From an optimization exercise on the open Yosys and OpenROAD flow, aimed at small area, a short achievable clock period and few clock cycles per item; shortcuts taken in it are not production practice.
The RTL was checked by simulation tests, not by an equivalence proof against the original design.
Power is estimated from default activity; no workload was simulated.

<file path="flow/run.sh">
#!/bin/bash
# synth_recipe.tcl (not shown) runs the flow's synth.tcl, then flattens the netlist and writes it again
# the make line also repeats each setting of config.mk as NAME=value (left out here)
make -C /OpenROAD-flow-scripts/flow DESIGN_CONFIG=/design/flow/config.mk WORK_HOME=/design/flow/orfs CLKGATE_MAP_FILE= SYNTH_SCRIPT=/design/flow/synth_recipe.tcl finish
</file>
<file path="flow/config.mk">
export PLATFORM = sky130hd
export DESIGN_NAME = bch_dec
export DESIGN_NICKNAME = bch_dec
export VERILOG_FILES = /design/flow/design.v
export SDC_FILE = /design/flow/constraint.sdc
export NUM_CORES = 4
export LEC_CHECK = 0
export CAP_MARGIN = 20
export CORE_MARGIN = 2
export CORE_UTILIZATION = 40
export SLEW_MARGIN = 70
</file>
<file path="flow/constraint.sdc">
create_clock -name core_clock -period 10.0 [get_ports {clk}]
set_input_delay 2.0000 -clock core_clock [delete_from_list [all_inputs] [get_ports {clk}]]
set_output_delay 2.0000 -clock core_clock [all_outputs]
set_load 0.01 [all_outputs]
</file>
<file path="flow/design.v">
module bch_dec (
    input  wire        clk,
    input  wire        rst,
    input  wire        in_valid,
    output wire        in_ready,
    input  wire [63:0] in_data,
    output reg         out_valid,
    output wire        out_fail,       
    output wire [1:0]  out_nerr,       
    output wire [10:0] out_pos0,       
    output wire [10:0] out_pos1,
    output wire [10:0] out_pos2
);
    function [10:0] gf_mul(input [10:0] a, input [10:0] b);
        integer i;
        begin
            gf_mul = 11'd0;
            for (i = 10; i >= 0; i = i - 1) begin
                gf_mul = {gf_mul[9:0], 1'b0} ^ (gf_mul[10] ? 11'h005 : 11'h000);
                if (b[i]) gf_mul = gf_mul ^ a;
            end
        end
    endfunction
    function tr(input [10:0] x);    
        tr = x[0] ^ x[9];
    endfunction
    function [10:0] f_sq1(input [10:0] x);
        begin
            f_sq1[0] = x[0] ^ x[10];
            f_sq1[1] = x[6];
            f_sq1[2] = x[1] ^ x[10];
            f_sq1[3] = x[6] ^ x[7];
            f_sq1[4] = x[2];
            f_sq1[5] = x[7] ^ x[8];
            f_sq1[6] = x[3];
            f_sq1[7] = x[8] ^ x[9];
            f_sq1[8] = x[4];
            f_sq1[9] = x[9] ^ x[10];
            f_sq1[10] = x[5];
        end
    endfunction
    function [10:0] f_sq2(input [10:0] x);
        begin
            f_sq2[0] = x[0] ^ x[5] ^ x[10];
            f_sq2[1] = x[3];
            f_sq2[2] = x[5] ^ x[6];
            f_sq2[3] = x[3] ^ x[8] ^ x[9];
            f_sq2[4] = x[1] ^ x[10];
            f_sq2[5] = x[4] ^ x[8] ^ x[9];
            f_sq2[6] = x[6] ^ x[7];
            f_sq2[7] = x[4] ^ x[9] ^ x[10];
            f_sq2[8] = x[2];
            f_sq2[9] = x[5] ^ x[9] ^ x[10];
            f_sq2[10] = x[7] ^ x[8];
        end
    endfunction
    function [10:0] f_sq3(input [10:0] x);
        begin
            f_sq3[0] = x[0] ^ x[5] ^ x[7] ^ x[8] ^ x[10];
            f_sq3[1] = x[6] ^ x[7];
            f_sq3[2] = x[3] ^ x[7] ^ x[8];
            f_sq3[3] = x[4] ^ x[6] ^ x[7] ^ x[9] ^ x[10];
            f_sq3[4] = x[5] ^ x[6];
            f_sq3[5] = x[2] ^ x[4] ^ x[9] ^ x[10];
            f_sq3[6] = x[3] ^ x[8] ^ x[9];
            f_sq3[7] = x[2] ^ x[5] ^ x[9] ^ x[10];
            f_sq3[8] = x[1] ^ x[10];
            f_sq3[9] = x[5] ^ x[7] ^ x[8] ^ x[9] ^ x[10];
            f_sq3[10] = x[4] ^ x[8] ^ x[9];
        end
    endfunction
    function [10:0] f_sq5(input [10:0] x);
        begin
            f_sq5[0] = x[0] ^ x[2] ^ x[5] ^ x[7];
            f_sq5[1] = x[4] ^ x[6] ^ x[7] ^ x[9] ^ x[10];
            f_sq5[2] = x[2] ^ x[3] ^ x[4] ^ x[8] ^ x[10];
            f_sq5[3] = x[1] ^ x[4] ^ x[5] ^ x[6] ^ x[8] ^ x[10];
            f_sq5[4] = x[4] ^ x[6] ^ x[7] ^ x[8] ^ x[9];
            f_sq5[5] = x[1] ^ x[6] ^ x[7] ^ x[8] ^ x[9];
            f_sq5[6] = x[2] ^ x[3] ^ x[5] ^ x[8] ^ x[10];
            f_sq5[7] = x[4] ^ x[6] ^ x[7] ^ x[10];
            f_sq5[8] = x[3] ^ x[7] ^ x[8];
            f_sq5[9] = x[2] ^ x[5] ^ x[7] ^ x[9];
            f_sq5[10] = x[1] ^ x[2] ^ x[5] ^ x[9];
        end
    endfunction
    function [10:0] f_sq6(input [10:0] x);
        begin
            f_sq6[0] = x[0] ^ x[1] ^ x[7] ^ x[9];
            f_sq6[1] = x[2] ^ x[3] ^ x[5] ^ x[8] ^ x[10];
            f_sq6[2] = x[1] ^ x[2] ^ x[4] ^ x[5] ^ x[6] ^ x[7] ^ x[10];
            f_sq6[3] = x[2] ^ x[3] ^ x[4] ^ x[5] ^ x[6] ^ x[7] ^ x[8];
            f_sq6[4] = x[2] ^ x[3] ^ x[4] ^ x[8] ^ x[10];
            f_sq6[5] = x[3] ^ x[4] ^ x[6] ^ x[8] ^ x[10];
            f_sq6[6] = x[1] ^ x[4] ^ x[5] ^ x[6] ^ x[8] ^ x[10];
            f_sq6[7] = x[2] ^ x[3] ^ x[5] ^ x[8] ^ x[9];
            f_sq6[8] = x[4] ^ x[6] ^ x[7] ^ x[8] ^ x[9];
            f_sq6[9] = x[1] ^ x[7];
            f_sq6[10] = x[1] ^ x[6] ^ x[7] ^ x[8] ^ x[9];
        end
    endfunction
    function [10:0] f_sq9(input [10:0] x);
        begin
            f_sq9[0] = x[0] ^ x[2] ^ x[5] ^ x[6] ^ x[7] ^ x[10];
            f_sq9[1] = x[1] ^ x[2] ^ x[3] ^ x[4] ^ x[6] ^ x[9] ^ x[10];
            f_sq9[2] = x[8];
            f_sq9[3] = x[1];
            f_sq9[4] = x[1] ^ x[3] ^ x[5];
            f_sq9[5] = x[1] ^ x[3] ^ x[5] ^ x[7] ^ x[9];
            f_sq9[6] = x[1] ^ x[2] ^ x[3] ^ x[5] ^ x[7] ^ x[9];
            f_sq9[7] = x[1] ^ x[2] ^ x[3] ^ x[5] ^ x[6] ^ x[7] ^ x[9];
            f_sq9[8] = x[1] ^ x[2] ^ x[3] ^ x[5] ^ x[6] ^ x[7] ^ x[9] ^ x[10];
            f_sq9[9] = x[2] ^ x[5] ^ x[6] ^ x[7] ^ x[9] ^ x[10];
            f_sq9[10] = x[1] ^ x[2] ^ x[3] ^ x[6] ^ x[9] ^ x[10];
        end
    endfunction
    function [10:0] f_sqrt(input [10:0] x);
        begin
            f_sqrt[0] = x[0] ^ x[1] ^ x[3] ^ x[5] ^ x[7] ^ x[9];
            f_sqrt[1] = x[1] ^ x[2] ^ x[3] ^ x[5] ^ x[7] ^ x[9];
            f_sqrt[2] = x[4];
            f_sqrt[3] = x[6];
            f_sqrt[4] = x[8];
            f_sqrt[5] = x[10];
            f_sqrt[6] = x[1];
            f_sqrt[7] = x[1] ^ x[3];
            f_sqrt[8] = x[1] ^ x[3] ^ x[5];
            f_sqrt[9] = x[1] ^ x[3] ^ x[5] ^ x[7];
            f_sqrt[10] = x[1] ^ x[3] ^ x[5] ^ x[7] ^ x[9];
        end
    endfunction
    function [10:0] f_ht(input [10:0] x);
        begin
            f_ht[0] = x[5] ^ x[7] ^ x[9] ^ x[10];
            f_ht[1] = x[2] ^ x[3] ^ x[4] ^ x[5] ^ x[6] ^ x[8] ^ x[10];
            f_ht[2] = x[3] ^ x[4] ^ x[5] ^ x[6] ^ x[8] ^ x[9] ^ x[10];
            f_ht[3] = x[1] ^ x[2] ^ x[3] ^ x[4] ^ x[5] ^ x[8] ^ x[10];
            f_ht[4] = x[3] ^ x[5] ^ x[6] ^ x[8] ^ x[9] ^ x[10];
            f_ht[5] = x[9] ^ x[10];
            f_ht[6] = x[1] ^ x[2] ^ x[3] ^ x[4] ^ x[5] ^ x[6] ^ x[8] ^ x[10];
            f_ht[7] = x[3] ^ x[6];
            f_ht[8] = x[3] ^ x[5] ^ x[6] ^ x[9] ^ x[10];
            f_ht[9] = x[5] ^ x[7] ^ x[9] ^ x[10];
            f_ht[10] = x[9];
        end
    endfunction
    function [10:0] f_htsq(input [10:0] x);
        begin
            f_htsq[0] = x[5] ^ x[7] ^ x[10];
            f_htsq[1] = x[1] ^ x[2] ^ x[3] ^ x[4] ^ x[5] ^ x[6] ^ x[8] ^ x[10];
            f_htsq[2] = x[2] ^ x[3] ^ x[4] ^ x[5] ^ x[6] ^ x[8] ^ x[9] ^ x[10];
            f_htsq[3] = x[1] ^ x[2] ^ x[4] ^ x[5] ^ x[8] ^ x[10];
            f_htsq[4] = x[3] ^ x[4] ^ x[5] ^ x[6] ^ x[8] ^ x[9] ^ x[10];
            f_htsq[5] = x[5] ^ x[9] ^ x[10];
            f_htsq[6] = x[1] ^ x[2] ^ x[3] ^ x[4] ^ x[5] ^ x[8] ^ x[10];
            f_htsq[7] = x[3] ^ x[6] ^ x[7];
            f_htsq[8] = x[3] ^ x[5] ^ x[6] ^ x[8] ^ x[9] ^ x[10];
            f_htsq[9] = x[5] ^ x[7] ^ x[10];
            f_htsq[10] = x[9] ^ x[10];
        end
    endfunction
    function [4:0] f_t23(input [10:0] x);
        reg [22:0] m;
        begin
            m[0] = (x == 11'd1);
            m[1] = (x == 11'd167);
            m[2] = (x == 11'd174);
            m[3] = (x == 11'd281);
            m[4] = (x == 11'd319);
            m[5] = (x == 11'd322);
            m[6] = (x == 11'd378);
            m[7] = (x == 11'd418);
            m[8] = (x == 11'd481);
            m[9] = (x == 11'd552);
            m[10] = (x == 11'd637);
            m[11] = (x == 11'd1085);
            m[12] = (x == 11'd1148);
            m[13] = (x == 11'd1155);
            m[14] = (x == 11'd1164);
            m[15] = (x == 11'd1518);
            m[16] = (x == 11'd1525);
            m[17] = (x == 11'd1728);
            m[18] = (x == 11'd1747);
            m[19] = (x == 11'd1876);
            m[20] = (x == 11'd1887);
            m[21] = (x == 11'd1942);
            m[22] = (x == 11'd2011);
            f_t23[0] = m[2] | m[4] | m[6] | m[7] | m[8] | m[10] | m[11] | m[14] | m[15] | m[16] | m[22];
            f_t23[1] = m[5] | m[10] | m[12] | m[13] | m[14] | m[15] | m[16] | m[18] | m[19] | m[21] | m[22];
            f_t23[2] = m[2] | m[3] | m[4] | m[5] | m[7] | m[9] | m[10] | m[18] | m[20] | m[21] | m[22];
            f_t23[3] = m[3] | m[4] | m[5] | m[10] | m[11] | m[12] | m[15] | m[17];
            f_t23[4] = m[1] | m[6] | m[7] | m[14] | m[18] | m[19] | m[20];
        end
    endfunction
    function [11:0] f_t89(input [10:1] x);
        reg [88:0] m;
        begin
            m[0] = (x == 10'd0);
            m[1] = (x == 10'd16);
            m[2] = (x == 10'd17);
            m[3] = (x == 10'd56);
            m[4] = (x == 10'd59);
            m[5] = (x == 10'd78);
            m[6] = (x == 10'd81);
            m[7] = (x == 10'd89);
            m[8] = (x == 10'd96);
            m[9] = (x == 10'd103);
            m[10] = (x == 10'd110);
            m[11] = (x == 10'd116);
            m[12] = (x == 10'd125);
            m[13] = (x == 10'd144);
            m[14] = (x == 10'd166);
            m[15] = (x == 10'd185);
            m[16] = (x == 10'd188);
            m[17] = (x == 10'd195);
            m[18] = (x == 10'd199);
            m[19] = (x == 10'd207);
            m[20] = (x == 10'd212);
            m[21] = (x == 10'd233);
            m[22] = (x == 10'd238);
            m[23] = (x == 10'd243);
            m[24] = (x == 10'd252);
            m[25] = (x == 10'd258);
            m[26] = (x == 10'd266);
            m[27] = (x == 10'd304);
            m[28] = (x == 10'd307);
            m[29] = (x == 10'd321);
            m[30] = (x == 10'd328);
            m[31] = (x == 10'd342);
            m[32] = (x == 10'd368);
            m[33] = (x == 10'd388);
            m[34] = (x == 10'd411);
            m[35] = (x == 10'd412);
            m[36] = (x == 10'd441);
            m[37] = (x == 10'd456);
            m[38] = (x == 10'd468);
            m[39] = (x == 10'd504);
            m[40] = (x == 10'd506);
            m[41] = (x == 10'd512);
            m[42] = (x == 10'd514);
            m[43] = (x == 10'd534);
            m[44] = (x == 10'd535);
            m[45] = (x == 10'd561);
            m[46] = (x == 10'd568);
            m[47] = (x == 10'd587);
            m[48] = (x == 10'd592);
            m[49] = (x == 10'd596);
            m[50] = (x == 10'd612);
            m[51] = (x == 10'd618);
            m[52] = (x == 10'd623);
            m[53] = (x == 10'd645);
            m[54] = (x == 10'd654);
            m[55] = (x == 10'd655);
            m[56] = (x == 10'd662);
            m[57] = (x == 10'd666);
            m[58] = (x == 10'd691);
            m[59] = (x == 10'd727);
            m[60] = (x == 10'd731);
            m[61] = (x == 10'd737);
            m[62] = (x == 10'd755);
            m[63] = (x == 10'd756);
            m[64] = (x == 10'd757);
            m[65] = (x == 10'd773);
            m[66] = (x == 10'd790);
            m[67] = (x == 10'd804);
            m[68] = (x == 10'd808);
            m[69] = (x == 10'd810);
            m[70] = (x == 10'd822);
            m[71] = (x == 10'd837);
            m[72] = (x == 10'd841);
            m[73] = (x == 10'd847);
            m[74] = (x == 10'd849);
            m[75] = (x == 10'd861);
            m[76] = (x == 10'd865);
            m[77] = (x == 10'd867);
            m[78] = (x == 10'd876);
            m[79] = (x == 10'd890);
            m[80] = (x == 10'd892);
            m[81] = (x == 10'd897);
            m[82] = (x == 10'd903);
            m[83] = (x == 10'd905);
            m[84] = (x == 10'd919);
            m[85] = (x == 10'd922);
            m[86] = (x == 10'd944);
            m[87] = (x == 10'd972);
            m[88] = (x == 10'd986);
            f_t89[0] = m[1] | m[3] | m[5] | m[7] | m[8] | m[9] | m[10] | m[11] | m[13] | m[14] | m[18] | m[21] | m[22] | m[25] | m[26] | m[28] | m[29] | m[30] | m[31] | m[32] | m[33] | m[34] | m[38] | m[41] | m[43] | m[46] | m[49] | m[52] | m[56] | m[57] | m[62] | m[64] | m[68] | m[69] | m[71] | m[73] | m[74] | m[77] | m[80] | m[81] | m[82] | m[84] | m[86] | m[87];
            f_t89[1] = m[2] | m[4] | m[5] | m[8] | m[9] | m[12] | m[13] | m[15] | m[16] | m[17] | m[19] | m[22] | m[24] | m[26] | m[27] | m[28] | m[29] | m[32] | m[33] | m[34] | m[36] | m[37] | m[43] | m[44] | m[45] | m[48] | m[52] | m[53] | m[57] | m[64] | m[67] | m[68] | m[70] | m[71] | m[72] | m[76] | m[77] | m[79] | m[81] | m[84] | m[85] | m[86] | m[87] | m[88];
            f_t89[2] = m[1] | m[2] | m[4] | m[6] | m[7] | m[8] | m[11] | m[13] | m[14] | m[16] | m[18] | m[20] | m[21] | m[26] | m[27] | m[28] | m[29] | m[31] | m[34] | m[36] | m[37] | m[42] | m[43] | m[44] | m[46] | m[48] | m[54] | m[55] | m[58] | m[59] | m[60] | m[61] | m[65] | m[66] | m[69] | m[73] | m[74] | m[76] | m[77] | m[81] | m[85] | m[86] | m[87] | m[88];
            f_t89[3] = m[2] | m[3] | m[5] | m[6] | m[8] | m[9] | m[11] | m[12] | m[17] | m[18] | m[19] | m[21] | m[22] | m[24] | m[25] | m[26] | m[29] | m[30] | m[32] | m[37] | m[38] | m[39] | m[40] | m[42] | m[43] | m[44] | m[45] | m[46] | m[48] | m[50] | m[51] | m[52] | m[54] | m[55] | m[62] | m[66] | m[74] | m[75] | m[78] | m[85] | m[87];
            f_t89[4] = m[1] | m[2] | m[4] | m[5] | m[7] | m[16] | m[17] | m[21] | m[22] | m[23] | m[26] | m[28] | m[30] | m[34] | m[36] | m[37] | m[38] | m[39] | m[40] | m[41] | m[42] | m[43] | m[45] | m[51] | m[53] | m[56] | m[58] | m[61] | m[63] | m[64] | m[65] | m[66] | m[67] | m[71] | m[72] | m[73] | m[74] | m[80] | m[81] | m[83] | m[84];
            f_t89[5] = m[3] | m[7] | m[16] | m[17] | m[18] | m[20] | m[22] | m[24] | m[28] | m[30] | m[33] | m[37] | m[42] | m[43] | m[47] | m[49] | m[51] | m[52] | m[55] | m[65] | m[67] | m[69] | m[71] | m[74] | m[75] | m[76] | m[79] | m[80] | m[83] | m[85] | m[86] | m[87];
            f_t89[6] = m[1] | m[6] | m[19] | m[25] | m[27] | m[29] | m[31] | m[32] | m[35] | m[36] | m[39] | m[41] | m[44] | m[46] | m[50] | m[53] | m[60] | m[61] | m[63] | m[68] | m[70] | m[77] | m[81] | m[82] | m[84];
            f_t89[7] = m[2] | m[3] | m[6] | m[7] | m[10] | m[11] | m[13] | m[15] | m[16] | m[17] | m[20] | m[21] | m[22] | m[24] | m[26] | m[27] | m[32] | m[33] | m[35] | m[38] | m[39] | m[40] | m[41] | m[42] | m[46] | m[48] | m[52] | m[53] | m[54] | m[58] | m[64] | m[65] | m[69] | m[70] | m[72] | m[77] | m[78] | m[81] | m[82] | m[83] | m[84] | m[87] | m[88];
            f_t89[8] = m[1] | m[5] | m[8] | m[10] | m[11] | m[14] | m[15] | m[17] | m[19] | m[20] | m[22] | m[23] | m[25] | m[27] | m[33] | m[36] | m[37] | m[38] | m[40] | m[41] | m[42] | m[43] | m[45] | m[48] | m[50] | m[53] | m[54] | m[56] | m[57] | m[59] | m[61] | m[66] | m[67] | m[69] | m[71] | m[74] | m[75] | m[76] | m[77] | m[80] | m[83] | m[84] | m[86] | m[87];
            f_t89[9] = m[2] | m[5] | m[6] | m[7] | m[9] | m[10] | m[12] | m[13] | m[14] | m[15] | m[16] | m[19] | m[21] | m[25] | m[26] | m[27] | m[28] | m[29] | m[30] | m[32] | m[38] | m[40] | m[44] | m[45] | m[46] | m[47] | m[49] | m[50] | m[51] | m[57] | m[59] | m[62] | m[63] | m[65] | m[66] | m[67] | m[71] | m[77] | m[78] | m[79] | m[80] | m[83] | m[87] | m[88];
            f_t89[10] = m[1] | m[2] | m[4] | m[5] | m[6] | m[7] | m[10] | m[11] | m[12] | m[13] | m[18] | m[20] | m[22] | m[23] | m[24] | m[25] | m[27] | m[29] | m[37] | m[39] | m[40] | m[49] | m[51] | m[53] | m[59] | m[60] | m[64] | m[67] | m[82] | m[86] | m[87];
            f_t89[11] = m[3] | m[8] | m[17] | m[21] | m[28] | m[32] | m[33] | m[35] | m[41] | m[44] | m[45] | m[47] | m[50] | m[54] | m[55] | m[57] | m[61] | m[62] | m[65] | m[68] | m[72] | m[73] | m[74] | m[76] | m[80] | m[81] | m[88];
        end
    endfunction
    reg  [4:0]  widx;                  
    reg         in_rdy;
    reg  [63:0] in_r;                  
    reg         take_r, last_r;
    reg  [10:0] acc1, acc3, acc5;
    reg         b_busy;
    reg  [15:0] b_st;                  
    assign in_ready = in_rdy;
    wire take = in_valid && in_rdy;
    wire [96:0] syn_in = {acc5, acc3, acc1, in_r};
    wire [32:0] syn_out;
    wire syn_x97 = syn_in[55] ^ syn_in[56];
    wire syn_x98 = syn_in[52] ^ syn_in[60];
    wire syn_x99 = syn_in[47] ^ syn_in[51];
    wire syn_x100 = syn_in[28] ^ syn_in[39];
    wire syn_x101 = syn_in[27] ^ syn_in[38];
    wire syn_x102 = syn_in[13] ^ syn_in[61];
    wire syn_x103 = syn_in[43] ^ syn_in[45];
    wire syn_x104 = syn_in[57] ^ syn_in[58];
    wire syn_x105 = syn_in[26] ^ syn_in[44];
    wire syn_x106 = syn_in[23] ^ syn_in[59];
    wire syn_x107 = syn_in[29] ^ syn_in[40];
    wire syn_x108 = syn_in[15] ^ syn_in[33];
    wire syn_x109 = syn_in[46] ^ syn_in[50];
    wire syn_x110 = syn_in[37] ^ syn_in[53];
    wire syn_x111 = syn_in[31] ^ syn_in[54];
    wire syn_x112 = syn_in[16] ^ syn_in[34];
    wire syn_x113 = syn_in[30] ^ syn_in[41];
    wire syn_x114 = syn_in[36] ^ syn_in[42];
    wire syn_x115 = syn_in[25] ^ syn_in[48];
    wire syn_x116 = syn_in[17] ^ syn_in[35];
    wire syn_x117 = syn_in[95] ^ syn_in[96];
    wire syn_x118 = syn_in[22] ^ syn_x97;
    wire syn_x119 = syn_in[14] ^ syn_in[62];
    wire syn_x120 = syn_in[20] ^ syn_in[24];
    wire syn_x121 = syn_in[63] ^ syn_x101;
    wire syn_x122 = syn_x98 ^ syn_x100;
    wire syn_x123 = syn_in[93] ^ syn_in[94];
    wire syn_x124 = syn_x99 ^ syn_x106;
    wire syn_x125 = syn_in[65] ^ syn_in[74];
    wire syn_x126 = syn_in[91] ^ syn_x117;
    wire syn_x127 = syn_in[32] ^ syn_x115;
    wire syn_x128 = syn_x102 ^ syn_x104;
    wire syn_x129 = syn_in[49] ^ syn_x103;
    wire syn_x130 = syn_in[19] ^ syn_in[63];
    wire syn_x131 = syn_in[59] ^ syn_x108;
    wire syn_x132 = syn_in[12] ^ syn_in[56];
    wire syn_x133 = syn_in[87] ^ syn_in[92];
    wire syn_x134 = syn_in[21] ^ syn_in[34];
    wire syn_x135 = syn_in[69] ^ syn_in[73];
    wire syn_x136 = syn_in[11] ^ syn_in[33];
    wire syn_x137 = syn_in[76] ^ syn_x109;
    wire syn_x138 = syn_in[68] ^ syn_in[72];
    wire syn_x139 = syn_in[66] ^ syn_in[70];
    wire syn_x140 = syn_in[18] ^ syn_in[62];
    wire syn_x141 = syn_in[27] ^ syn_x112;
    wire syn_x142 = syn_in[52] ^ syn_x105;
    wire syn_x143 = syn_in[10] ^ syn_x111;
    wire syn_x144 = syn_in[12] ^ syn_in[90];
    wire syn_x145 = syn_in[25] ^ syn_x99;
    wire syn_x146 = syn_in[89] ^ syn_x123;
    wire syn_x147 = syn_in[79] ^ syn_in[82];
    wire syn_x148 = syn_x107 ^ syn_x126;
    wire syn_x149 = syn_in[6] ^ syn_x119;
    wire syn_x150 = syn_in[80] ^ syn_in[83];
    wire syn_x151 = syn_in[61] ^ syn_x110;
    wire syn_x152 = syn_in[67] ^ syn_in[71];
    wire syn_x153 = syn_in[48] ^ syn_x113;
    wire syn_x154 = syn_in[4] ^ syn_in[60];
    wire syn_x155 = syn_in[51] ^ syn_x131;
    wire syn_x156 = syn_in[35] ^ syn_x147;
    wire syn_x157 = syn_in[21] ^ syn_in[31];
    wire syn_x158 = syn_in[38] ^ syn_x136;
    wire syn_x159 = syn_in[45] ^ syn_in[81];
    wire syn_x160 = syn_in[86] ^ syn_x133;
    wire syn_x161 = syn_in[5] ^ syn_x106;
    wire syn_x162 = syn_in[75] ^ syn_in[84];
    wire syn_x163 = syn_in[88] ^ syn_x105;
    wire syn_x164 = syn_in[3] ^ syn_x104;
    wire syn_x165 = syn_in[10] ^ syn_in[32];
    wire syn_x166 = syn_in[8] ^ syn_x97;
    wire syn_x167 = syn_in[7] ^ syn_x140;
    wire syn_x168 = syn_x132 ^ syn_x134;
    wire syn_x169 = syn_x125 ^ syn_x135;
    wire syn_x170 = syn_in[77] ^ syn_x150;
    wire syn_x171 = syn_in[8] ^ syn_x118;
    wire syn_x172 = syn_in[11] ^ syn_x121;
    wire syn_x173 = syn_in[49] ^ syn_x152;
    wire syn_x174 = syn_in[23] ^ syn_in[36];
    wire syn_x175 = syn_in[31] ^ syn_in[35];
    wire syn_x176 = syn_in[18] ^ syn_x122;
    wire syn_x177 = syn_in[15] ^ syn_x103;
    wire syn_x178 = syn_in[57] ^ syn_x120;
    wire syn_x179 = syn_in[44] ^ syn_in[47];
    wire syn_x180 = syn_in[7] ^ syn_in[26];
    wire syn_x181 = syn_in[24] ^ syn_x145;
    wire syn_x182 = syn_in[85] ^ syn_x129;
    wire syn_x183 = syn_in[36] ^ syn_x98;
    wire syn_x184 = syn_in[39] ^ syn_x139;
    wire syn_x185 = syn_in[50] ^ syn_x138;
    wire syn_x186 = syn_x109 ^ syn_x128;
    wire syn_x187 = syn_x116 ^ syn_x172;
    wire syn_x188 = syn_in[78] ^ syn_x137;
    wire syn_x189 = syn_x143 ^ syn_x180;
    wire syn_x190 = syn_in[37] ^ syn_x127;
    wire syn_x191 = syn_x114 ^ syn_x124;
    wire syn_x192 = syn_in[20] ^ syn_x113;
    wire syn_x193 = syn_in[9] ^ syn_in[40];
    wire syn_x194 = syn_in[58] ^ syn_x118;
    wire syn_x195 = syn_in[41] ^ syn_in[54];
    wire syn_x196 = syn_x111 ^ syn_x114;
    wire syn_x197 = syn_in[42] ^ syn_x157;
    wire syn_x198 = syn_in[47] ^ syn_x164;
    wire syn_x199 = syn_x108 ^ syn_x181;
    wire syn_x200 = syn_in[79] ^ syn_x132;
    wire syn_x201 = syn_x158 ^ syn_x194;
    wire syn_x202 = syn_in[73] ^ syn_x130;
    wire syn_x203 = syn_in[19] ^ syn_in[60];
    wire syn_x204 = syn_in[82] ^ syn_x107;
    wire syn_x205 = syn_in[7] ^ syn_x133;
    wire syn_x206 = syn_in[53] ^ syn_x141;
    wire syn_x207 = syn_in[25] ^ syn_x107;
    wire syn_x208 = syn_in[2] ^ syn_x178;
    wire syn_x209 = syn_x110 ^ syn_x182;
    wire syn_x210 = syn_in[55] ^ syn_x187;
    wire syn_x211 = syn_x101 ^ syn_x165;
    wire syn_x212 = syn_in[43] ^ syn_x207;
    wire syn_x213 = syn_x120 ^ syn_x177;
    wire syn_x214 = syn_in[59] ^ syn_x186;
    wire syn_x215 = syn_in[28] ^ syn_x102;
    wire syn_x216 = syn_in[51] ^ syn_x161;
    wire syn_x217 = syn_in[52] ^ syn_in[84];
    wire syn_x218 = syn_in[49] ^ syn_x131;
    wire syn_x219 = syn_in[50] ^ syn_in[91];
    wire syn_x220 = syn_x117 ^ syn_x163;
    wire syn_x221 = syn_x153 ^ syn_x197;
    wire syn_x222 = syn_x173 ^ syn_x175;
    wire syn_x223 = syn_x146 ^ syn_x220;
    wire syn_x224 = syn_in[32] ^ syn_in[94];
    wire syn_x225 = syn_in[55] ^ syn_x195;
    wire syn_x226 = syn_in[9] ^ syn_in[30];
    wire syn_x227 = syn_x193 ^ syn_x196;
    wire syn_x228 = syn_in[44] ^ syn_x156;
    wire syn_x229 = syn_in[86] ^ syn_x148;
    wire syn_x230 = syn_in[22] ^ syn_x162;
    wire syn_x231 = syn_x206 ^ syn_x214;
    wire syn_x232 = syn_in[70] ^ syn_x112;
    wire syn_x233 = syn_in[11] ^ syn_in[29];
    wire syn_x234 = syn_in[71] ^ syn_x116;
    wire syn_x235 = syn_in[0] ^ syn_x201;
    wire syn_x236 = syn_x136 ^ syn_x166;
    wire syn_x237 = syn_x123 ^ syn_x160;
    wire syn_x238 = syn_x151 ^ syn_x234;
    wire syn_x239 = syn_in[42] ^ syn_in[64];
    wire syn_x240 = syn_x102 ^ syn_x190;
    wire syn_x241 = syn_in[13] ^ syn_x104;
    wire syn_x242 = syn_x168 ^ syn_x184;
    wire syn_x243 = syn_in[49] ^ syn_x159;
    wire syn_x244 = syn_x149 ^ syn_x226;
    wire syn_x245 = syn_in[43] ^ syn_in[46];
    wire syn_x246 = syn_in[77] ^ syn_x105;
    wire syn_x247 = syn_x115 ^ syn_x204;
    wire syn_x248 = syn_in[45] ^ syn_x122;
    wire syn_x249 = syn_in[16] ^ syn_x215;
    wire syn_x250 = syn_in[88] ^ syn_x141;
    wire syn_x251 = syn_in[53] ^ syn_x121;
    wire syn_x252 = syn_in[30] ^ syn_x223;
    wire syn_x253 = syn_in[1] ^ syn_x103;
    wire syn_x254 = syn_x176 ^ syn_x200;
    wire syn_x255 = syn_x125 ^ syn_x242;
    wire syn_x256 = syn_in[14] ^ syn_x171;
    wire syn_x257 = syn_in[14] ^ syn_x185;
    wire syn_x258 = syn_in[17] ^ syn_x233;
    wire syn_x259 = syn_x119 ^ syn_x191;
    wire syn_x260 = syn_x112 ^ syn_x144;
    wire syn_x261 = syn_in[19] ^ syn_x110;
    wire syn_x262 = syn_x183 ^ syn_x232;
    wire syn_x263 = syn_x192 ^ syn_x218;
    wire syn_x264 = syn_x155 ^ syn_x241;
    assign syn_out[0] = syn_in[20] ^ syn_in[66] ^ syn_x107 ^ syn_x169 ^ syn_x179 ^ syn_x235 ^ syn_x239;
    assign syn_out[1] = syn_in[57] ^ syn_in[67] ^ syn_x106 ^ syn_x153 ^ syn_x253 ^ syn_x255;
    assign syn_out[2] = syn_in[13] ^ syn_in[29] ^ syn_in[46] ^ syn_in[47] ^ syn_in[60] ^ syn_in[64] ^ syn_in[68] ^ syn_x97 ^ syn_x158 ^ syn_x169 ^ syn_x208 ^ syn_x222;
    assign syn_out[3] = syn_in[30] ^ syn_in[36] ^ syn_in[61] ^ syn_in[69] ^ syn_x127 ^ syn_x198 ^ syn_x255 ^ syn_x257;
    assign syn_out[4] = syn_in[4] ^ syn_in[22] ^ syn_in[26] ^ syn_in[37] ^ syn_in[40] ^ syn_in[48] ^ syn_in[62] ^ syn_x135 ^ syn_x139 ^ syn_x222 ^ syn_x264;
    assign syn_out[5] = syn_in[32] ^ syn_in[41] ^ syn_in[58] ^ syn_in[74] ^ syn_x121 ^ syn_x161 ^ syn_x173 ^ syn_x257 ^ syn_x262;
    assign syn_out[6] = syn_in[6] ^ syn_in[24] ^ syn_in[60] ^ syn_x100 ^ syn_x135 ^ syn_x155 ^ syn_x185 ^ syn_x238 ^ syn_x239;
    assign syn_out[7] = syn_in[38] ^ syn_in[51] ^ syn_in[54] ^ syn_in[61] ^ syn_in[72] ^ syn_x167 ^ syn_x169 ^ syn_x212 ^ syn_x262;
    assign syn_out[8] = syn_in[8] ^ syn_in[55] ^ syn_in[62] ^ syn_in[74] ^ syn_x113 ^ syn_x142 ^ syn_x184 ^ syn_x202 ^ syn_x238;
    assign syn_out[9] = syn_in[20] ^ syn_in[45] ^ syn_in[56] ^ syn_in[64] ^ syn_in[72] ^ syn_in[74] ^ syn_x140 ^ syn_x152 ^ syn_x227 ^ syn_x251;
    assign syn_out[10] = syn_in[21] ^ syn_in[37] ^ syn_in[57] ^ syn_in[64] ^ syn_in[65] ^ syn_x100 ^ syn_x138 ^ syn_x165 ^ syn_x202 ^ syn_x225 ^ syn_x245;
    assign syn_out[11] = syn_in[48] ^ syn_in[54] ^ syn_in[83] ^ syn_in[85] ^ syn_x100 ^ syn_x109 ^ syn_x142 ^ syn_x156 ^ syn_x159 ^ syn_x235 ^ syn_x259;
    assign syn_out[12] = syn_in[4] ^ syn_in[15] ^ syn_in[52] ^ syn_x100 ^ syn_x130 ^ syn_x150 ^ syn_x189 ^ syn_x230 ^ syn_x231 ^ syn_x247;
    assign syn_out[13] = syn_in[39] ^ syn_in[53] ^ syn_in[76] ^ syn_x127 ^ syn_x129 ^ syn_x130 ^ syn_x191 ^ syn_x192 ^ syn_x217 ^ syn_x228 ^ syn_x236;
    assign syn_out[14] = syn_in[1] ^ syn_in[12] ^ syn_in[19] ^ syn_in[37] ^ syn_in[50] ^ syn_in[75] ^ syn_x154 ^ syn_x170 ^ syn_x174 ^ syn_x181 ^ syn_x182 ^ syn_x189 ^ syn_x194 ^ syn_x249;
    assign syn_out[15] = syn_in[5] ^ syn_in[16] ^ syn_in[81] ^ syn_x124 ^ syn_x188 ^ syn_x203 ^ syn_x210 ^ syn_x212 ^ syn_x230;
    assign syn_out[16] = syn_in[33] ^ syn_in[48] ^ syn_in[75] ^ syn_x98 ^ syn_x137 ^ syn_x147 ^ syn_x168 ^ syn_x178 ^ syn_x209 ^ syn_x227 ^ syn_x246;
    assign syn_out[17] = syn_x101 ^ syn_x119 ^ syn_x142 ^ syn_x166 ^ syn_x170 ^ syn_x188 ^ syn_x208 ^ syn_x216 ^ syn_x240 ^ syn_x258;
    assign syn_out[18] = syn_in[6] ^ syn_in[17] ^ syn_in[61] ^ syn_in[78] ^ syn_in[81] ^ syn_x99 ^ syn_x120 ^ syn_x153 ^ syn_x162 ^ syn_x174 ^ syn_x246 ^ syn_x254;
    assign syn_out[19] = syn_in[22] ^ syn_in[80] ^ syn_x128 ^ syn_x134 ^ syn_x145 ^ syn_x188 ^ syn_x209 ^ syn_x211 ^ syn_x225 ^ syn_x228;
    assign syn_out[20] = syn_in[21] ^ syn_in[26] ^ syn_x164 ^ syn_x170 ^ syn_x199 ^ syn_x243 ^ syn_x244 ^ syn_x251 ^ syn_x254;
    assign syn_out[21] = syn_in[24] ^ syn_in[27] ^ syn_in[57] ^ syn_in[78] ^ syn_in[80] ^ syn_x102 ^ syn_x167 ^ syn_x197 ^ syn_x217 ^ syn_x243 ^ syn_x247 ^ syn_x261;
    assign syn_out[22] = syn_in[0] ^ syn_in[90] ^ syn_x148 ^ syn_x154 ^ syn_x221 ^ syn_x224 ^ syn_x231 ^ syn_x236;
    assign syn_out[23] = syn_in[56] ^ syn_in[92] ^ syn_x98 ^ syn_x116 ^ syn_x124 ^ syn_x128 ^ syn_x213 ^ syn_x229 ^ syn_x244 ^ syn_x261;
    assign syn_out[24] = syn_in[21] ^ syn_in[28] ^ syn_in[95] ^ syn_x118 ^ syn_x129 ^ syn_x144 ^ syn_x154 ^ syn_x167 ^ syn_x187 ^ syn_x195 ^ syn_x219 ^ syn_x237 ^ syn_x264;
    assign syn_out[25] = syn_in[5] ^ syn_x99 ^ syn_x148 ^ syn_x149 ^ syn_x163 ^ syn_x183 ^ syn_x211 ^ syn_x237 ^ syn_x245 ^ syn_x249 ^ syn_x263;
    assign syn_out[26] = syn_in[3] ^ syn_in[39] ^ syn_in[43] ^ syn_x116 ^ syn_x134 ^ syn_x196 ^ syn_x199 ^ syn_x205 ^ syn_x252 ^ syn_x256;
    assign syn_out[27] = syn_in[22] ^ syn_in[24] ^ syn_in[46] ^ syn_x101 ^ syn_x143 ^ syn_x151 ^ syn_x203 ^ syn_x252 ^ syn_x253 ^ syn_x259 ^ syn_x260;
    assign syn_out[28] = syn_in[89] ^ syn_x97 ^ syn_x144 ^ syn_x189 ^ syn_x198 ^ syn_x224 ^ syn_x229 ^ syn_x248 ^ syn_x263;
    assign syn_out[29] = syn_in[29] ^ syn_in[44] ^ syn_x114 ^ syn_x126 ^ syn_x130 ^ syn_x160 ^ syn_x176 ^ syn_x186 ^ syn_x216 ^ syn_x256 ^ syn_x260;
    assign syn_out[30] = syn_in[63] ^ syn_in[93] ^ syn_in[96] ^ syn_x108 ^ syn_x149 ^ syn_x151 ^ syn_x179 ^ syn_x205 ^ syn_x219 ^ syn_x221 ^ syn_x248 ^ syn_x250 ^ syn_x258;
    assign syn_out[31] = syn_in[4] ^ syn_in[18] ^ syn_in[57] ^ syn_in[92] ^ syn_x142 ^ syn_x146 ^ syn_x171 ^ syn_x174 ^ syn_x175 ^ syn_x177 ^ syn_x190 ^ syn_x193 ^ syn_x250;
    assign syn_out[32] = syn_in[2] ^ syn_in[23] ^ syn_in[46] ^ syn_in[62] ^ syn_in[90] ^ syn_in[95] ^ syn_x111 ^ syn_x122 ^ syn_x146 ^ syn_x179 ^ syn_x210 ^ syn_x213 ^ syn_x240;
    wire       b_load = take_r && last_r;
    wire       b_pass;                 
    wire [4:0] widx_n = take ? ((widx == 5'd19) ? 5'd0 : widx + 5'd1) : widx;
    wire       b_busy_n = b_load || (b_busy && !b_pass);
    always @(posedge clk) begin
        in_r <= in_data & {{16{1'b1}}, {48{widx != 5'd19}}};
        last_r <= (widx == 5'd19);
        if (rst) begin
            widx   <= 5'd0;
            take_r <= 1'b0;
            in_rdy <= 1'b1;
            acc1   <= 11'd0;
            acc3   <= 11'd0;
            acc5   <= 11'd0;
        end else begin
            widx   <= widx_n;
            take_r <= take;
            in_rdy <= (widx_n != 5'd19) || !b_busy_n;
            if (take_r) begin
                acc1 <= last_r ? 11'd0 : syn_out[10:0];
                acc3 <= last_r ? 11'd0 : syn_out[21:11];
                acc5 <= last_r ? 11'd0 : syn_out[32:22];
            end
        end
    end
    reg [10:0] b_s1, b_s3, b_s5, b_r1, b_d, b_x, b_a;
    wire [10:0] b_t = b_s3;            
    reg        b_allz, b_case2, b_dz, b_trk;
    wire       c_busy;
    assign     b_pass = b_busy && b_st[15] && !c_busy;
    wire [15:0] b_nx = b_load ? 16'd1 : b_st[15] ? b_st : {b_st[14:0], 1'b0};
    wire b_c2 = b_case2, b_c3 = !b_case2;
    reg [10:0] b_sa;                   
    reg [8:0]  b_sb;                   
    always @(posedge clk) begin
        b_sa <= {b_nx[14], b_nx[13], b_nx[12], b_nx[11] & b_c3, b_nx[10] & b_c3,
                 b_nx[7] | b_nx[9], b_nx[6] | b_nx[8], b_nx[4] | (b_nx[10] & b_c2),
                 b_nx[2], b_nx[1], b_nx[0] | b_nx[3] | (b_nx[11] & b_c2)};
        b_sb <= {(b_nx[11] & b_c3) | b_nx[13], b_nx[11] & b_c2, b_nx[9],
                 b_nx[8] | b_nx[10] | b_nx[12] | b_nx[14], b_nx[7], b_nx[6],
                 b_nx[3] | b_nx[4], b_nx[2], b_nx[0] | b_nx[1]};
    end
    wire [10:0] b_ma =
        ({11{b_sa[0]}}  & b_s1) |
        ({11{b_sa[1]}}  & b_r1) |
        ({11{b_sa[2]}}  & b_s3) |
        ({11{b_sa[3]}}  & b_d) |
        ({11{b_sa[4]}}  & b_x) |
        ({11{b_sa[5]}}  & b_a) |
        ({11{b_sa[6]}}  & f_sq2(b_a)) |
        ({11{b_sa[7]}}  & f_sq3(b_d)) |
        ({11{b_sa[8]}}  & f_sq3(b_a)) |
        ({11{b_sa[9]}}  & f_sq3(b_s5)) |
        ({11{b_sa[10]}} & f_sq1(b_s5));
    wire [10:0] b_mb =
        ({11{b_sb[0]}}  & f_sq1(b_s1)) |
        ({11{b_sb[1]}}  & b_d) |
        ({11{b_sb[2]}}  & b_s5) |
        ({11{b_sb[3]}}  & f_sq1(b_x)) |
        ({11{b_sb[4]}}  & f_sq2(b_a)) |
        ({11{b_sb[5]}}  & f_sq1(b_a)) |
        ({11{b_sb[6]}}  & f_sq5(b_a)) |
        ({11{b_sb[7]}}  & f_ht(b_t)) |
        ({11{b_sb[8]}}  & b_t);
    wire [10:0] b_m = gf_mul(b_ma, b_mb);
    always @(posedge clk) begin
        if (rst) begin
            b_busy <= 1'b0;
        end else if (b_load) begin
            b_busy <= 1'b1;
        end else if (b_pass) begin
            b_busy <= 1'b0;
        end
        if (rst) begin
            b_st <= 16'h8000;
        end else if (b_load) begin
            b_st <= 16'd1;
            b_s1 <= syn_out[10:0];
            b_s3 <= syn_out[21:11];
            b_s5 <= syn_out[32:22];
        end else if (!b_st[15]) begin
            b_st <= {b_st[14:0], 1'b0};
        end
        if (b_st[0])  begin b_r1 <= b_m; b_allz <= (b_s1 == 11'd0) && (b_s3 == 11'd0) && (b_s5 == 11'd0); end
        if (b_st[1])  begin b_s5 <= b_m ^ b_s5; b_d <= b_r1 ^ b_s3; end
        if (b_st[2] | b_st[10] | b_st[12]) b_s3 <= b_m;
        if (b_st[3] | b_st[13]) b_x <= b_m;
        if (b_st[3])  b_dz <= (b_d == 11'd0);
        if (b_st[4])  b_case2 <= (b_x == b_t);
        if (b_st[4] | b_st[6] | b_st[7] | b_st[8] | b_st[9]) b_a <= b_m;
        if (b_st[5])  b_x <= b_case2 ? b_r1 : b_a;
        if (b_st[11]) begin b_r1 <= b_dz ? b_s1 : b_m; b_trk <= tr(b_t); end
        if (b_st[14]) b_d <= b_m;
    end
    reg        c_bsy;
    reg [11:0] c_st;                   
    reg [10:0] c_s1, c_c, c_ic, c_sp, c_za, c_zb;
    wire [10:0] c_t = c_zb;            
    reg [1:0]  c_n;
    reg        c_fail, c_ok;
    wire       d_busy;
    assign     c_busy = c_bsy;
    wire       c_pass = c_bsy && c_st[11] && !d_busy;
    wire       c_k3 = (c_n == 2'd3);
    wire       b_k3 = !b_allz && !b_dz && !b_case2;
    wire [11:0] c_nx = b_pass ? 12'd1 : c_st[11] ? c_st : {c_st[10:0], 1'b0};
    reg c_up, c_dn;                    
    reg [2:0] c_sa;
    reg [4:0] c_sb;
    always @(posedge clk) begin
        c_up <= c_nx[0] | c_nx[1] | c_nx[4];
        c_dn <= c_nx[2] | c_nx[3] | c_nx[5] | c_nx[6];
        c_sa <= {c_nx[9] | c_nx[10], c_nx[7],
                 c_nx[0] | c_nx[1] | c_nx[2] | c_nx[3] | c_nx[4] | c_nx[5] | c_nx[6] | c_nx[8]};
        c_sb <= {c_nx[10], c_nx[9], c_nx[8], c_nx[7],
                 c_nx[0] | c_nx[1] | c_nx[2] | c_nx[3] | c_nx[4] | c_nx[5] | c_nx[6]};
    end
    wire [10:0] c_ma =
        ({11{c_sa[0]}} & c_za) |
        ({11{c_sa[1]}} & c_ic) |
        ({11{c_sa[2]}} & c_sp);
    wire [10:0] c_mb =
        ({11{c_sb[0]}} & c_zb) |
        ({11{c_sb[1]}} & (f_sq1(c_za) ^ 11'd1)) |
        ({11{c_sb[2]}} & f_htsq(c_zb)) |
        ({11{c_sb[3]}} & c_za) |
        ({11{c_sb[4]}} & c_t);
    wire [10:0] c_m = gf_mul(c_ma, c_mb);
    always @(posedge clk) begin
        if (rst) begin
            c_bsy <= 1'b0;
        end else if (b_pass) begin
            c_bsy <= 1'b1;
        end else if (c_pass) begin
            c_bsy <= 1'b0;
        end
        if (rst) begin
            c_st   <= 12'h800;
        end else if (b_pass) begin
            c_st   <= 12'd1;
            c_s1   <= b_s1;
            c_n    <= b_allz ? 2'd0 : b_dz ? 2'd1 : b_case2 ? 2'd2 : 2'd3;
            c_fail <= !b_allz && (b_dz ? !(b_s5 == 11'd0 && b_s1 != 11'd0) :
                                  b_case2 ? b_trk : (b_s5 == 11'd0 || !tr(b_x)));
            c_c  <= b_k3 ? f_sqrt(b_r1) : b_r1 ^ b_s1;
            c_ic <= b_k3 ? f_sqrt(b_x)  : b_r1;
            c_za <= f_sqrt(b_r1);
            c_zb <= b_r1;
            c_sp <= f_sqrt(b_d);
        end else if (!c_st[11]) begin
            c_st <= {c_st[10:0], 1'b0};
        end
        if (c_up) begin c_za <= c_m ^ c_c; c_zb <= f_sq1(c_zb); end
        if (c_dn) begin c_za <= f_sq1(c_za); c_zb <= c_m ^ c_c; end
        if (c_st[7]) begin c_zb <= c_m; c_ok <= (c_zb == f_sq2(c_za)); end
        if (c_st[8]) c_zb <= c_m;
        if (c_st[9] & c_k3)  c_c  <= c_m;
        if (c_st[10] & c_k3) c_ic <= c_m;
    end
    reg        d_bsy;
    reg [16:0] d_st;                   
    reg [10:0] d_x0, d_x1, d_x2, d_e5, d_e69;
    wire [10:0] d_e534 = d_e5;         
    reg [1:0]  d_n;
    reg        d_fail;
    reg [4:0]  d_a, d_b15, d_k;
    reg [6:0]  d_b;
    reg [11:0] d_kk;
    reg [10:0] d_q0, d_q1, d_q2;
    assign     d_busy = d_bsy;
    wire [16:0] d_nx = c_pass ? 17'd1 : {d_st[15:0], 1'b0};
    reg d_p0, d_p1, d_p2;              
    always @(posedge clk) begin
        d_p0 <= d_nx[0] | d_nx[3] | d_nx[6];
        d_p1 <= d_nx[1] | d_nx[4] | d_nx[7];
        d_p2 <= d_nx[2] | d_nx[5] | d_nx[8];
    end
    wire [10:0] d_ma = ({11{d_p0}} & d_x0) | ({11{d_p1 | d_p2}} & d_e5);
    wire [10:0] d_mb = ({11{d_p0}} & f_sq2(d_x0)) | ({11{d_p1}} & f_sq6(d_x0)) |
                       ({11{d_p2}} & f_sq9(d_e69));
    wire [10:0] d_m = gf_mul(d_ma, d_mb);
    wire d_tab = d_st[3] | d_st[6] | d_st[9];
    wire d_key_st = d_st[6] | d_st[9] | d_st[12];
    wire [5:0]  d_kd  = {1'b0, d_a} - {1'b0, d_b15};
    wire [4:0]  d_kn  = d_kd[5] ? d_kd[4:0] + 5'd23 : d_kd[4:0];
    wire [11:0] d_pos = d_kk - {5'd0, d_b};
    wire        d_ok  = !d_pos[11] && (d_pos[10:0] <= 11'd1231);
    wire        d_use = d_st[6] ? (d_n != 2'd0) : d_st[9] ? d_n[1] : (d_n == 2'd3);
    wire [10:0] d_key = (d_use && d_ok) ? d_pos[10:0] : 11'h7ff;
    wire        d_sw01 = d_q1 < d_q0;
    wire        d_sw12 = d_q2 < d_q1;
    always @(posedge clk) begin
        if (rst) begin
            d_bsy     <= 1'b0;
            out_valid <= 1'b0;
        end else begin
            if (c_pass) d_bsy <= 1'b1;
            else if (d_st[16]) d_bsy <= 1'b0;
            out_valid <= d_bsy && d_st[16];
        end
        if (rst) begin
            d_st   <= 17'd0;
        end else if (c_pass) begin
            d_st   <= 17'd1;
            d_x0   <= c_c ^ c_s1;
            d_x1   <= c_ic ^ c_s1;
            d_x2   <= c_c ^ c_ic ^ c_s1;
            d_n    <= c_n;
            d_fail <= c_fail || (c_k3 && !c_ok);
        end else begin
            d_st <= {d_st[15:0], 1'b0};
            if (d_key_st && d_use && !d_ok) d_fail <= 1'b1;
        end
        if (d_p0) d_e5  <= d_m;
        if (d_p1) d_e69 <= d_m;
        if (d_p2) begin d_e5 <= d_m; d_x0 <= d_x1; d_x1 <= d_x2; end
        if (d_tab) {d_b15, d_b} <= f_t89(d_e69[10:1]);
        d_a  <= f_t23(d_e534);
        d_k  <= d_kn;
        d_kk <= 12'd1279 - {7'd0, d_k} * 12'd89;
        if (d_key_st) begin d_q2 <= d_key; d_q1 <= d_q2; d_q0 <= d_q1; end
        if ((d_st[13] | d_st[15]) && d_sw01) begin d_q0 <= d_q1; d_q1 <= d_q0; end
        if (d_st[14] && d_sw12) begin d_q1 <= d_q2; d_q2 <= d_q1; end
        if (d_st[16]) begin
            if (d_fail || d_n == 2'd0) d_q0 <= 11'd0;
            if (d_fail || !d_n[1])     d_q1 <= 11'd0;
            if (d_fail || d_n != 2'd3) d_q2 <= 11'd0;
            if (d_fail)                d_n  <= 2'd0;
        end
    end
    assign out_fail = d_fail;
    assign out_nerr = d_n;
    assign out_pos0 = d_q0;
    assign out_pos1 = d_q1;
    assign out_pos2 = d_q2;
endmodule
</file>
==> results of run 1 <==
-- kinds of logic after synthesis --
kind of cell | count (synthesis) | synth area share [%]
adder cells (fa/ha/maj) | 75 | 2.814
flip-flops | 461 | 32.18
buffers and inverters | 419 | 4.675
XOR/XNOR | 1116 | 30.34
AO/OA/AOI/OAI | 651 | 12.38
AND/OR/NAND/NOR | 1206 | 15.63
multiplexers | 66 | 1.971
-- cells in the final DEF, fill, tap and decap left out, drive strengths merged, types with 18 or more instances in the layout --
| cell | count |
|---|---|
| nand2b | 23 |
| nor2b | 77 |
| xor2 | 294 |
| a21o | 20 |
| or3 | 20 |
| a222oi | 40 |
| clkinv | 19 |
| o21ai | 132 |
| clkbuf | 82 |
| and3 | 23 |
| edfxtp | 219 |
| inv | 131 |
| a21oi | 156 |
| xor3 | 21 |
| buf | 156 |
| nand3 | 92 |
| dfxtp | 242 |
| mux2 | 31 |
| a221oi | 28 |
| ha | 67 |
| nand2 | 297 |
| a22o | 19 |
| xnor3 | 41 |
| o31ai | 21 |
| nor4 | 18 |
| xnor2 | 760 |
| nand4 | 30 |
| clkdlybuf4s50 | 108 |
| nor3 | 81 |
| a22oi | 94 |
| nor2 | 457 |
| and2 | 34 |
| mux2i | 35 |
-- state kept, by name, indices dropped and copies added (netlist names), 12 cells and up --
signal	flops
in_r	64
d_st	17
b_st	16
c_st	12
d_kk	12
-- layout make-up --
| cell class | instances | area, um2 |
|---|---|---|
| multi-input cells | 3114 | 23800 |
| fillers | 8509 | 46960 |
| clock inverters | 22 | 167.7 |
| flip-flops and latches | 461 | 11480 |
| well taps | 1165 | 1458 |
| inverters | 130 | 488.0 |
| clock buffers | 73 | 1541 |
| repair buffers | 278 | 2208 |
-- critical path: stages (launching register included) --
cell and delay, ns:
edfxtp_1 0.49, buf_2 0.26, nor2b_1 0.07, a222oi_1 0.30
buf_1 0.22, buf_1 0.19, clkdlybuf4s50_1 0.55, clkdlybuf4s50_1 0.52
clkdlybuf4s25_1 0.29, clkdlybuf4s50_1 0.54, a21oi_1 0.09, xor2_1 0.17
xnor2_1 0.29, xnor2_1 0.25, xnor3_1 0.60, xnor2_1 0.17
a21oi_1 0.24, o21ai_1 0.08
-- per-stage QoR --
stage / setup WS (ns) / utilization (%) / hold WS (ns) / total power, mW
final: 4.402 / 46.70 / 0.4290 / 7.166
after global routing: 4.164 / 46.70 / 0.4526 / 7.502
after CTS: 4.471 / 46.36 / 0.4331 / 7.193
after detailed placement: 4.529 / 44.42 / 0.4171 / 5.270
after global placement: 5.282 / 42.38 / 0.4077 / 5.113
after floorplan: 5.575 / - / 0.4055 / 4.408
-- per-layer routing --
| metal | global-route usage, % | share of wire [%] |
|---|---|---|
| met1 | 35.94 | 42 |
| met2 | 44.13 | 46 |
| met3 | 3.534 | 7.5 |
| met4 | 9.842 | 4.5 |
| met5 | 0 | 0 |
-- report_power, final --
group	internal [mW]	switching (mW)	total [mW]	leakage, nW
Combinational	1.35	1.58	2.93	10.2
Clock	1.10	0.822	1.92	0.850
Sequential	2.19	0.129	2.31	3.98
-- worst max-delay path by stage --
stage,endpoint,cells past startpoint
2_1_floorplan,d_x0[0]$_DFFE_PP_,3
3_3_place_gp,c_zb[0]$_DFFE_PP_,7
3_5_place_dp,c_za[4]$_DFFE_PP_,17
4_1_cts,c_za[4]$_DFFE_PP_,17
5_1_grt,c_za[4]$_DFFE_PP_,17
6_report,c_za[4]$_DFFE_PP_,17
==> notes.md, run 1 <==
* Avg WL per Cell at approximately 24 um
* Placement-stage cell area at slightly below 0.04 mm2
* Clock Latency Late Sink at between 0.6 and 0.7 ns
* Cts hold-fix bufs at 0
* Total gr overflow at 0
* Most instantiated library cell after synthesis: xnor2_1
* Crit-path max FO at 6
* Initial antenna violation count at 0
* Post-synth cell types at between 80 and 90
* Slew Viols, Final at 0
* Max cap viols at 0
* FF+latch count, synth at 461
* Dpl hpwl at approximately 96 mm
* Worst Setup End Kind: flip-flop
* Final Routed Wirelength at between 100 and 150 mm
* Synth Cell Area at 0.03549 mm2
* Final setup TNS at 0 ns
* I/O Pins at roughly 110
* H-tree depth at 2
* Largest net degree at the start of global routing at 54
* Post-CTS sizing at 0
* Worst hold path endpoint: d_st[11]$_SDFF_PP0_
* Worst-path clk slew at about 0.070 ns
* Post-Layout Cell Count at between 5000 and 6000
* R2R Setup Slk at roughly 4.4 ns
* Slew @ Worst Pin at just under 0.5 ns
* Yosys top cell by area: edfxtp_1
* Setup repair bufs after CTS at 0
* RR Startpoint: c_zb[10]$_DFFE_PP_
* Final Hold Viols at 0
* Synth top area share at between 10% and 20%
* Hold path startpoint: d_st[10]$_SDFF_PP0_
* Endpoints failing setup at 0
* Layout cell share with drive strength beyond 1 at roughly 14%
* DRC viols at 0
* CTS tree: built
* Peak supply drop at about 0.25 mV
* Skew final at 0.02616 ns
* Top post-synthesis cells by count: xnor2_1, nor2_1, nand2_1, xor2_1, dfxtp_1
* Post-synthesis sequential area ratio at 32.18%
* # port buffers at between 100 and 150
* Number of cells on the worst reg-to-reg path at 17
* Final period util at between 50% and 60%
* Num CTS Buffers at slightly above 50
* Detailed Routing Iterations Pass 1 at 8
* CP Launch Point: c_zb[10]$_DFFE_PP_
* Overall Global Routing Usage at a little over a quarter
* Inst Count DP at between 5000 and 6000
* Reg-to-Reg End: c_za[4]$_DFFE_PP_
* EDFF count, synth at around 220
* Outcome: finished clean
* Diode count at 0
* Die Ht at about 300 um
* RePlAce Congestion at around 1
* Number of global-route vias before repair at around 29000
* Highest clock rate at roughly 180 MHz
* Post-Syn Nets at 4136
* Final Net Count at between 4000 and 5000
* Die area at 0.09111 mm2
* Power per Cell Area at approximately 170 mW/mm2
* Die width at 301.9 um
* Antenna-violating nets left at 0
* First-pass GRT wire length at between 150 and 200 mm
* Ys async rst share at 0%
* Total number of vias at between 20000 and 30000
* Post-Syn Instances at between 3000 and 4000
* RSZ-0062 raised after global routing: no
* Crit path time final at between 5 and 6 ns
* WP data arrival at between 5 and 6 ns
* WP data required at 10.36 ns
* Synth area leaders: edfxtp_1, xnor2_1, dfxtp_1
* Synthesis-to-layout area growth at 15.93%
* WS Path Type: flip-flop to flip-flop
* Initial Util at 40.28%
* Slew HR at roughly 67%
* CTS Sinks at 461
* Root buffer cell: clkbuf_16
* Hold Crit Class: flip-flop to flip-flop
* Crit start category: flip-flop
* Site row count at 109
* Syn avg cell area at between 8 and 9 um2
* Ys Warns at 1
* Leak at ~15 nW
* Via density at 5.722
* Post-synth top flop: dfxtp_1
* Final instance area at 0.04114 mm2
* Initial drt markers at roughly 3500
* Max clock buf depth at 3
* Worst hold path depth at 1
* Core area at a little under 0.09 mm2
Testbench counts, summed over its fixed seeds: cycles 9,976, rows 480.
==> run 2, diff against run 1 <==
--- a/flow/config.mk
+++ b/flow/config.mk
@@ -8,4 +8,4 @@
 export CAP_MARGIN = 20
 export CORE_MARGIN = 2
 export CORE_UTILIZATION = 40
-export SLEW_MARGIN = 70
+export SLEW_MARGIN = 20
==> notes.md, run 2 <==
* Post-Syn Instances at 3994 (unchanged)
* Final setup TNS at 0 ns (unchanged)
* Synth area leaders: edfxtp_1, xnor2_1, dfxtp_1 (unchanged)
* Inst Count DP at 5041 (was 5133)
* Post-synth cell types at 86 (unchanged)
* Initial drt markers at 3535 (was 3458)
* Total power at 7.043 mW (was 7.166 mW)
* Total gr overflow at 0 (unchanged)
* Slew @ Worst Pin at 1.083 ns (was 0.4922 ns)
* Post-synth top flop: dfxtp_1 (unchanged)
* # port buffers at 104 (unchanged)
* Post-synthesis sequential area ratio at 32.18% (unchanged)
* Hold Crit Class: flip-flop to flip-flop (unchanged)
* Site row count at 109 (unchanged)
* Leak at 14.09 nW (was 15.04 nW)
* Seq pwr share at 32.7% (was 32.3%)
* Met1 WL at 51.53 mm (was 52.04 mm)
* Initial Util at 40.28% (unchanged)
* Top Metal Used: met4 (unchanged)
* RePlAce Congestion at 0.9959 (unchanged)
* Number of cells on the worst reg-to-reg path at 12 (was 17)
* FILL cells at 8702 (was 8509)
* Diode count at 0 (unchanged)
* RSZ-0062 raised after global routing: no (unchanged)
* CP endpoint: b_s5[9]$_DFFE_PP_ (was c_za[4]$_DFFE_PP_)
* Post-CTS sizing at 0 (unchanged)
* Overall Global Routing Usage at 26.36% (was 26.79%)
* Largest net degree at the start of global routing at 54 (unchanged)
* Power per Cell Area at 180.2 mW/mm2 (was 174.2 mW/mm2)
* Switch Pwr at 2.462 mW (was 2.527 mW)
* Ys async rst share at 0% (unchanged)
* Hold slack at 0.4270 ns (was 0.4290 ns)
* CTS tree: built (unchanged)
* Top post-synthesis cells by count: xnor2_1, nor2_1, nand2_1, xor2_1, dfxtp_1 (unchanged)
* Final Hold Viols at 0 (unchanged)
* Total number of vias at 29286 (was 29999)
* Met2 routed WL at 56.62 mm (was 57.43 mm)
* Reg-to-Reg End: b_s5[9]$_DFFE_PP_ (was c_za[4]$_DFFE_PP_)
* Slew Viols, Final at 0 (unchanged)
* Max FFs per register at 64 (unchanged)
* Number of global-route vias before repair at 28302 (was 28758)
* WS Path Type: flip-flop to flip-flop (unchanged)
* Max cap viols at 0 (unchanged)
* CP Launch Point: b_s3[10]$_DFFE_PP_ (was c_zb[10]$_DFFE_PP_)
* Via density at 5.702 (was 5.722)
* CTS Sinks at 461 (unchanged)
* Endpoints failing setup at 0 (unchanged)
* Synth top area share at 18.53% (unchanged)
* Pre-CTS WS at 5.224 ns (was 4.529 ns)
* Layout cell share with drive strength beyond 1 at 5.918% (was 13.76%)
* FF+latch area at 0.01142 mm2 (was 0.01148 mm2)
* Root buffer cell: clkbuf_16 (unchanged)
* Crit-path max FO at 11 (was 6)
* H-tree depth at 2 (unchanged)
* Met3 WL at 9.132 mm (was 9.300 mm)
* Dpl hpwl at 93.65 mm (was 96.23 mm)
* Antenna-violating nets left at 0 (unchanged)
* Die Ht at 301.9 um (unchanged)
* Avg WL per Cell at 23.91 um (was 23.71 um)
* Internal Power at 4.581 mW (was 4.639 mW)
* Synthesis-to-layout area growth at 10.17% (was 15.93%)
* Commonest non-fill, non-tap cell in the layout: xnor2_1 (unchanged)
* WP data required at 10.31 ns (was 10.36 ns)
* Highest clock rate at 210.1 MHz (was 178.6 MHz)
* I/O Pins at 105 (unchanged)
* Post-Layout Cell Count at 5136 (was 5243)
* Final Net Count at 4071 (was 4178)
* Slew HR at 27.78% (was 66.95%)
* Most instantiated library cell after synthesis: xnor2_1 (unchanged)
* Outcome: finished clean (unchanged)
* Skew final at 0.02941 ns (was 0.02616 ns)
* Die width at 301.9 um (unchanged)
* Ys Warns at 1 (unchanged)
* FF+latch count, synth at 461 (unchanged)
* Clock Latency Late Sink at 0.62 ns (about the same)
* Cts hold-fix bufs at 0 (unchanged)
* Syn avg cell area at 8.885 um2 (unchanged)
* Post-Syn Nets at 4136 (unchanged)
* EDFF count, synth at 219 (unchanged)
* Crit start category: flip-flop (unchanged)
* Num CTS Buffers at 51 (unchanged)
* Worst Setup End Kind: flip-flop (unchanged)
* Gate power share at 39.4% (was 40.9%)
* Biggest registers after layout: in_r x64, d_st x17, b_st x16 (unchanged)
* Final period util at 47.61% (was 55.98%)
* Initial antenna violation count at 0 (unchanged)
* Max clock buf depth at 3 (unchanged)
* Most frequent cells in the layout: xnor2_1, nor2_1, nand2_1, xor2_1, dfxtp_1 (was xnor2_1, nor2_1, nand2_1, xor2_1, edfxtp_1)
* Final worst slack at 5.239 ns (was 4.402 ns)
* DRC viols at 0 (unchanged)
* Peak supply drop at 0.2237 mV (was 0.2529 mV)
* R2R Setup Slk at 5.24 ns (was 4.40 ns)
* Crit path time final at 4.761 ns (was 5.598 ns)
* Top reg by flops: in_r (unchanged)
* First-pass GRT wire length at 182.4 mm (was 186.1 mm)
* Detailed Routing Iterations Pass 1 at 7 (was 8)
* WP data arrival at 5.07 ns (was 5.96 ns)
* Worst-path clk slew at 0.06 ns (was 0.07 ns)
* Clock power share at 27.8% (was 26.8%)
* Yosys top cell by area: edfxtp_1 (unchanged)
* RR Startpoint: b_s3[10]$_DFFE_PP_ (was c_zb[10]$_DFFE_PP_)
* Sw frac at 34.96% (was 35.27%)
* Final Routed Wirelength at 122.8 mm (was 124.3 mm)
* Multi-input gate area at 0.02245 mm2 (was 0.02380 mm2)
* Synth Cell Area at 0.03549 mm2 (unchanged)
* Core area at 0.08810 mm2 (unchanged)
* Die area at 0.09111 mm2 (unchanged)
* Setup repair bufs after CTS at 0 (unchanged)
## run 2: cell counts after synthesis
Identical to the previous run, type by type.
## run 2: area by class of cell
| cell class | instances | area share [%] |
|---|---|---|
| inverter | 130 | 1.248 |
| sequential | 461 | 29.22 |
| clock buffer | 71 | 3.780 |
| clock inverter | 24 | 0.6529 |
| multi-input combinational | 3114 | 57.43 |
| tap | 1165 | 3.728 |
| timing repair buffer | 171 | 3.943 |
## run 2: worst max-delay path, cell delays in order, from the launching register on
cell and delay, ns:
edfxtp_1 0.62, xnor2_1 0.35, xnor3_1 0.50, xor2_1 0.17
o21ai_1 0.73, nand2_1 0.16, xnor2_1 0.23, xnor2_1 0.15
xnor3_1 0.25, xnor2_1 0.78, buf_4 0.28, xnor2_1 0.13
mux2i_1 0.10
## run 2: metal layers
metal	track usage, %	vias to the layer above
met5	0	-
met4	10.21	0
met3	3.972	317
met2	43.18	1422
met1	35.02	14064
li1	-	13483
## run 2: worst min path at each step
stage                        start             endpoint  slack (ns)  cells past startpoint
2_1_floorplan   d_st[2]$_SDFF_PP0_         d_p0$_DFF_P_        0.41                      1
3_3_place_gp    d_st[8]$_SDFF_PP0_   d_st[9]$_SDFF_PP0_        0.41                      1
3_5_place_dp   d_st[11]$_SDFF_PP0_  d_st[12]$_SDFF_PP0_        0.41                      1
4_1_cts        d_st[11]$_SDFF_PP0_  d_st[12]$_SDFF_PP0_        0.43                      1
5_1_grt         d_st[8]$_SDFF_PP0_   d_st[9]$_SDFF_PP0_        0.46                      1
6_report       d_st[10]$_SDFF_PP0_  d_st[11]$_SDFF_PP0_        0.43                      1
## run 2: logic make-up (layout without fill, tap and decap cells)
group                      Yosys count  after routing  share of synthesized area (%)
and+or+nand+nor                   1206           1206                          15.63
adders and majority gates           75             75                          2.814
DFF                                461            461                          32.18
xor gates and xnor gates          1116           1116                          30.34
buffers and inverters              419            396                          4.675
muxes                               66             66                          1.971
AOI/OAI and AO/OA                  651            651                          12.38
## run 2: power groups by stage
stage | clock, mW | sequential [mW] | combinational (mW)
after floorplan | 0 | 2.29 | 2.11
after detailed placement | 0 | 2.34 | 2.79
final | 1.96 | 2.31 | 2.78
after CTS | 1.99 | 2.30 | 2.80
after global placement | 0 | 2.34 | 2.77
after global routing | 2.06 | 2.31 | 3.00
## run 2: through the flow
step	instance area [um2]	util, %
floorplan	35490	-
global placement	37340	42.38
detailed placement	37350	42.40
CTS	39090	44.36
global route	39100	44.37
finish	39100	44.37

what the ideal ports hide:
How much do the figures lean on ideal ports? The routed layouts below were timed once more, with nothing changed but the port constraints.
Step 1 sets driving cells, clkbuf_16 on the clock port and buf_2 on the other inputs (assumed; they add their load-dependent delay and slew).
Step 2 also shifts input and output timing later by t, the mid clock arrival at the registers, as if the neighbouring blocks saw the same clock.
Slacks: ideal / step 1 / step 2; pairs: ideal / step 1.
run	t, ns	setup slack, ns	worst setup path after step 2	clock arrival spread, ns	pins driven straight from the clock port
run 1	0.674	4.402 / 4.402 / 4.402	register to register	0.027 / 0.027	1
run 2	0.668	5.239 / 5.239 / 5.199	input to register	0.033 / 0.034	1
After both steps every run listed still meets setup and hold. The setup slack of run 2, which loses most, moves by 0.000 ns with the drivers and by -0.040 ns with both steps.
